Background: an optimization exercise with open tools, aiming at small area, a short achievable clock period and few clock cycles per item. Do not read the settings as production practice.
Function was checked by simulation only, so behaviour that the tests miss may differ from the original.

## the baseline
==> module d12_keys, before the edit <==
module d12_keys (
    input  wire        clk,
    input  wire        rst,         
    input  wire        in_valid,
    output wire        in_ready,
    input  wire [2:0]  in_op,
    input  wire        in_first,    
    input  wire [63:0] in_a,
    input  wire [31:0] in_b,
    input  wire [6:0]  in_n,
    output wire        out_valid,
    input  wire        out_ready,
    output wire [31:0] out_data
);
    reg         q_full;
    wire        en = !q_full;
    assign in_ready = en;
    reg         v0;
    reg  [2:0]  op0;
    reg         first0;
    reg  [63:0] a0;
    reg  [31:0] b0;
    reg  [6:0]  n0;
    always @(posedge clk) begin
        if (rst)
            v0 <= 1'b0;
        else if (en)
            v0 <= in_valid;
        if (en) begin
            op0    <= in_op;
            first0 <= in_first;
            a0     <= in_a;
            b0     <= in_b;
            n0     <= in_n;
        end
    end
    wire [31:0] b0_rot = {b0[24:0], b0[31:25]};
    wire [31:0] x0 = (op0[1] ? b0_rot : b0) ^ a0[31:0];
    wire [31:0] s2;
    d12_mix_a u_mix0a (.h_in(x0), .h_out(s2));
    wire [37:0] prod = a0[31:0] * n0[5:0];
    wire [5:0]  part = n0[6] ? a0[31:26] : prod[37:32];
    wire        hok  = ({1'b0, a0[5:0]} < n0);
    reg         v1;
    reg  [31:0] s2_1;
    reg  [31:0] ahi1;
    reg         cnt1;       
    reg         wide1;      
    reg         first1;
    reg  [5:0]  idx1;
    reg         hok1;
    always @(posedge clk) begin
        if (rst)
            v1 <= 1'b0;
        else if (en)
            v1 <= v0;
        if (en) begin
            s2_1   <= s2;
            ahi1   <= a0[63:32];
            cnt1   <= op0[2];
            wide1  <= op0[0];
            first1 <= first0;
            idx1   <= op0[0] ? a0[5:0] : part;
            hok1   <= hok;
        end
    end
    wire [31:0] m0;
    d12_mix_b u_mix0b (.h_in(s2_1), .h_out(m0));
    wire [31:0] x1 = {m0[24:0], m0[31:25]} ^ ahi1;
    reg  [2:0]  lo [0:63];
    reg  [5:0]  e_idx [0:7];
    reg  [2:0]  e_hm1 [0:7];
    reg  [7:0]  ev;             
    wire [2:0]  lo_rd = lo[idx1];
    reg  [7:0]  hit;
    reg  [2:0]  hm1_rd;
    integer j;
    always @(*) begin
        hm1_rd = 3'd0;
        for (j = 0; j < 8; j = j + 1) begin
            hit[j] = ev[j] && (e_idx[j] == idx1);
            hm1_rd = hm1_rd | (hit[j] ? e_hm1[j] : 3'd0);
        end
    end
    wire        any_hit = |hit;
    wire [3:0]  hi_rd   = any_hit ? {1'b0, hm1_rd} + 4'd1 : 4'd0;
    wire [6:0]  rd      = {hi_rd, lo_rd};
    wire [5:0]  rank    = first1 ? 6'd0 : rd[5:0];
    wire        is_part = cnt1 && !wide1;
    wire        do_part = v1 && en && is_part;
    wire        clr     = rst || (do_part && first1);
    wire        carry   = do_part && !first1 && (lo_rd == 3'd7);
    wire [2:0]  lo_new  = first1 ? 3'd1 : lo_rd + 3'd1;
    integer i;
    always @(posedge clk) begin
        for (i = 0; i < 64; i = i + 1) begin
            lo[i] <= ({3{do_part && !rst && (idx1 == i)}} & lo_new)
                   | ({3{!(do_part && (idx1 == i)) && !clr}} & lo[i]);
        end
        if (clr)
            ev <= 8'd0;
        else if (carry && !any_hit)
            ev <= {ev[6:0], 1'b1};
        for (i = 0; i < 8; i = i + 1) begin
            if (carry && !any_hit && !ev[i] && (i == 0 || ev[i-1])) begin
                e_idx[i] <= idx1;
                e_hm1[i] <= 3'd0;
            end else if (carry && hit[i]) begin
                e_hm1[i] <= hm1_rd + 3'd1;
            end
        end
    end
    wire [31:0] cres = wide1 ? {25'd0, hok1 ? rd : 7'd0}
                             : {18'd0, rank, 2'b00, idx1};
    wire [31:0] d2 = cnt1 ? cres : (wide1 ? x1 : m0);
    reg         v2;
    reg  [31:0] d2_2;
    reg         wide2;
    always @(posedge clk) begin
        if (rst)
            v2 <= 1'b0;
        else if (en)
            v2 <= v1;
        if (en) begin
            d2_2  <= d2;
            wide2 <= wide1 && !cnt1;
        end
    end
    wire [31:0] s2b;
    d12_mix_a u_mix1a (.h_in(d2_2), .h_out(s2b));
    reg         v3;
    reg  [31:0] d3_3;
    reg         wide3;
    always @(posedge clk) begin
        if (rst)
            v3 <= 1'b0;
        else if (en)
            v3 <= v2;
        if (en) begin
            d3_3  <= wide2 ? s2b : d2_2;
            wide3 <= wide2;
        end
    end
    wire [31:0] m1;
    d12_mix_b u_mix1b (.h_in(d3_3), .h_out(m1));
    wire [31:0] res = wide3 ? m1 : d3_3;
    reg  [31:0] q0, q1;
    reg         q_wp, q_rp;
    reg         q_nempty;
    wire        push = en && v3;
    wire        pop  = q_nempty && out_ready;
    always @(posedge clk) begin
        if (push) begin
            if (q_wp) q1 <= res;
            else      q0 <= res;
        end
        if (rst) begin
            q_wp     <= 1'b0;
            q_rp     <= 1'b0;
            q_nempty <= 1'b0;
            q_full   <= 1'b0;
        end else begin
            if (push) q_wp <= !q_wp;
            if (pop)  q_rp <= !q_rp;
            if (push && !pop) begin
                q_nempty <= 1'b1;
                q_full   <= q_nempty;
            end else if (pop && !push) begin
                q_nempty <= q_full;
                q_full   <= 1'b0;
            end
        end
    end
    assign out_valid = q_nempty;
    assign out_data  = q_rp ? q1 : q0;
endmodule
Settings: LEC_CHECK=0, CAP_MARGIN=20, CORE_MARGIN=2, CORE_UTILIZATION=40, SLEW_MARGIN=20; clock period 34.0 ns.
run.sh (not shown) runs the stock make flow with config.mk's settings and CLKGATE_MAP_FILE= SYNTH_SCRIPT=/design/flow/synth_recipe.tcl, a recipe that flattens the netlist after the stock synthesis.
The baseline went all the way through synthesis, placement and routing and the layout is clean on timing, DRC and antenna.
Testbench counts of the baseline, summed over its fixed seeds: cycles 9,680, items 9,600.
### the baseline -> the candidate
--- a/flow/design.v
+++ b/flow/design.v
@@ -732,15 +732,14 @@
     input  wire [31:0] in_b,
     input  wire [6:0]  in_n,
     output wire        out_valid,
     input  wire        out_ready,
     output wire [31:0] out_data
 );
-    reg         q_full;
-    wire        en = !q_full;
-    assign in_ready = en;
+    reg         sk_valid;
+    wire        en = !sk_valid;
     reg         v0;
     reg  [2:0]  op0;
     reg         first0;
     reg  [63:0] a0;
     reg  [31:0] b0;
     reg  [6:0]  n0;
@@ -808,19 +807,21 @@
     wire        any_hit = |hit;
     wire [3:0]  hi_rd   = any_hit ? {1'b0, hm1_rd} + 4'd1 : 4'd0;
     wire [6:0]  rd      = {hi_rd, lo_rd};
     wire [5:0]  rank    = first1 ? 6'd0 : rd[5:0];
     wire        is_part = cnt1 && !wide1;
     wire        do_part = v1 && en && is_part;
-    wire        clr     = rst || (do_part && first1);
+    reg         rst_r;
+    always @(posedge clk) rst_r <= rst;
+    wire        clr     = rst_r || (do_part && first1);
     wire        carry   = do_part && !first1 && (lo_rd == 3'd7);
     wire [2:0]  lo_new  = first1 ? 3'd1 : lo_rd + 3'd1;
     integer i;
     always @(posedge clk) begin
         for (i = 0; i < 64; i = i + 1) begin
-            lo[i] <= ({3{do_part && !rst && (idx1 == i)}} & lo_new)
+            lo[i] <= ({3{do_part && !rst_r && (idx1 == i)}} & lo_new)
                    | ({3{!(do_part && (idx1 == i)) && !clr}} & lo[i]);
         end
         if (clr)
             ev <= 8'd0;
         else if (carry && !any_hit)
             ev <= {ev[6:0], 1'b1};
@@ -864,36 +865,32 @@
             wide3 <= wide2;
         end
     end
     wire [31:0] m1;
     d12_mix_b u_mix1b (.h_in(d3_3), .h_out(m1));
     wire [31:0] res = wide3 ? m1 : d3_3;
-    reg  [31:0] q0, q1;
-    reg         q_wp, q_rp;
-    reg         q_nempty;
+    reg  [31:0] o_data, sk_data;
+    reg         o_valid;
+    reg         rdy;                  
+    wire        take = !o_valid || out_ready;
     wire        push = en && v3;
-    wire        pop  = q_nempty && out_ready;
+    wire        sk_next = sk_valid ? !take : (push && !take);
     always @(posedge clk) begin
-        if (push) begin
-            if (q_wp) q1 <= res;
-            else      q0 <= res;
-        end
+        if (en)
+            sk_data <= res;
+        if (take)
+            o_data <= sk_valid ? sk_data : res;
         if (rst) begin
-            q_wp     <= 1'b0;
-            q_rp     <= 1'b0;
-            q_nempty <= 1'b0;
-            q_full   <= 1'b0;
+            o_valid  <= 1'b0;
+            sk_valid <= 1'b0;
+            rdy      <= 1'b1;
         end else begin
-            if (push) q_wp <= !q_wp;
-            if (pop)  q_rp <= !q_rp;
-            if (push && !pop) begin
-                q_nempty <= 1'b1;
-                q_full   <= q_nempty;
-            end else if (pop && !push) begin
-                q_nempty <= q_full;
-                q_full   <= 1'b0;
-            end
+            if (take)
+                o_valid <= sk_valid || push;
+            sk_valid <= sk_next;
+            rdy      <= !sk_next;
         end
     end
-    assign out_valid = q_nempty;
-    assign out_data  = q_rp ? q1 : q0;
+    assign out_valid = o_valid;
+    assign out_data  = o_data;
+    assign in_ready  = rdy;
 endmodule
[summary]
- The candidate vs the baseline, worst setup margin went up by 1.02 ns.
- Taking the baseline as the reference, in the candidate utilization comparable, tightest hold margin did not really move, number of non-clock buffers in the layout increased by 8 relative to the old numbers, number of enable flip-flop cells after synthesis moved down.
- Routed wire length: the candidate better than the baseline
- NOTE register cell area after layout the baseline->the candidate decreased by a few percent
- The candidate vs the baseline — clock-buffer cell count climbed by more than 10%
- Higher transition time at the pin with the least slew margin goes to the baseline over the candidate.
- Between the baseline and the candidate, total stage count of the critical path is higher for the baseline, the candidate comes in under that.
- Global-route wire length before repair delta (the baseline -> the candidate): insignificant
- The layout-stage area growth over the synthesis result number comes out higher for the baseline vs the candidate.
Testbench counts of the candidate, summed over its fixed seeds: cycles 9,680, items 9,600.

-- what the ideal ports hide --
In the flow no input, the clock included, has a driving cell. The finished layouts below were timed again as built, in two steps. Step 1 (the two cells are an assumption about what drives the block):
set clk [get_ports {clk}]
set_driving_cell -lib_cell sky130_fd_sc_hd__clkbuf_16 $clk
set_driving_cell -lib_cell sky130_fd_sc_hd__buf_2 [delete_from_list [all_inputs] $clk]
Step 2 also shifts input and output timing later by t, the mid clock arrival at the registers, as if the neighbouring blocks saw the same clock. Slacks: no drivers / after step 1 / after step 2; pairs: no drivers / after step 1.
| run | t (ns) | setup WS [ns] | worst setup path after step 2 | clock arrival spread, ns | worst register clock-pin slew, ns |
|---|---|---|---|---|---|
| the baseline | 0.732 | 24.625 / 24.554 / 24.714 | input to register | 0.038 / 0.038 | 0.07 / 0.07 |
| the candidate | 0.711 | 25.643 / 25.574 / 25.428 | input to register | 0.042 / 0.042 | 0.06 / 0.06 |
After both steps setup and hold are still met in every run listed. The setup slack of the candidate, which loses most, moves by -0.069 ns with the drivers and by -0.215 ns with both steps.
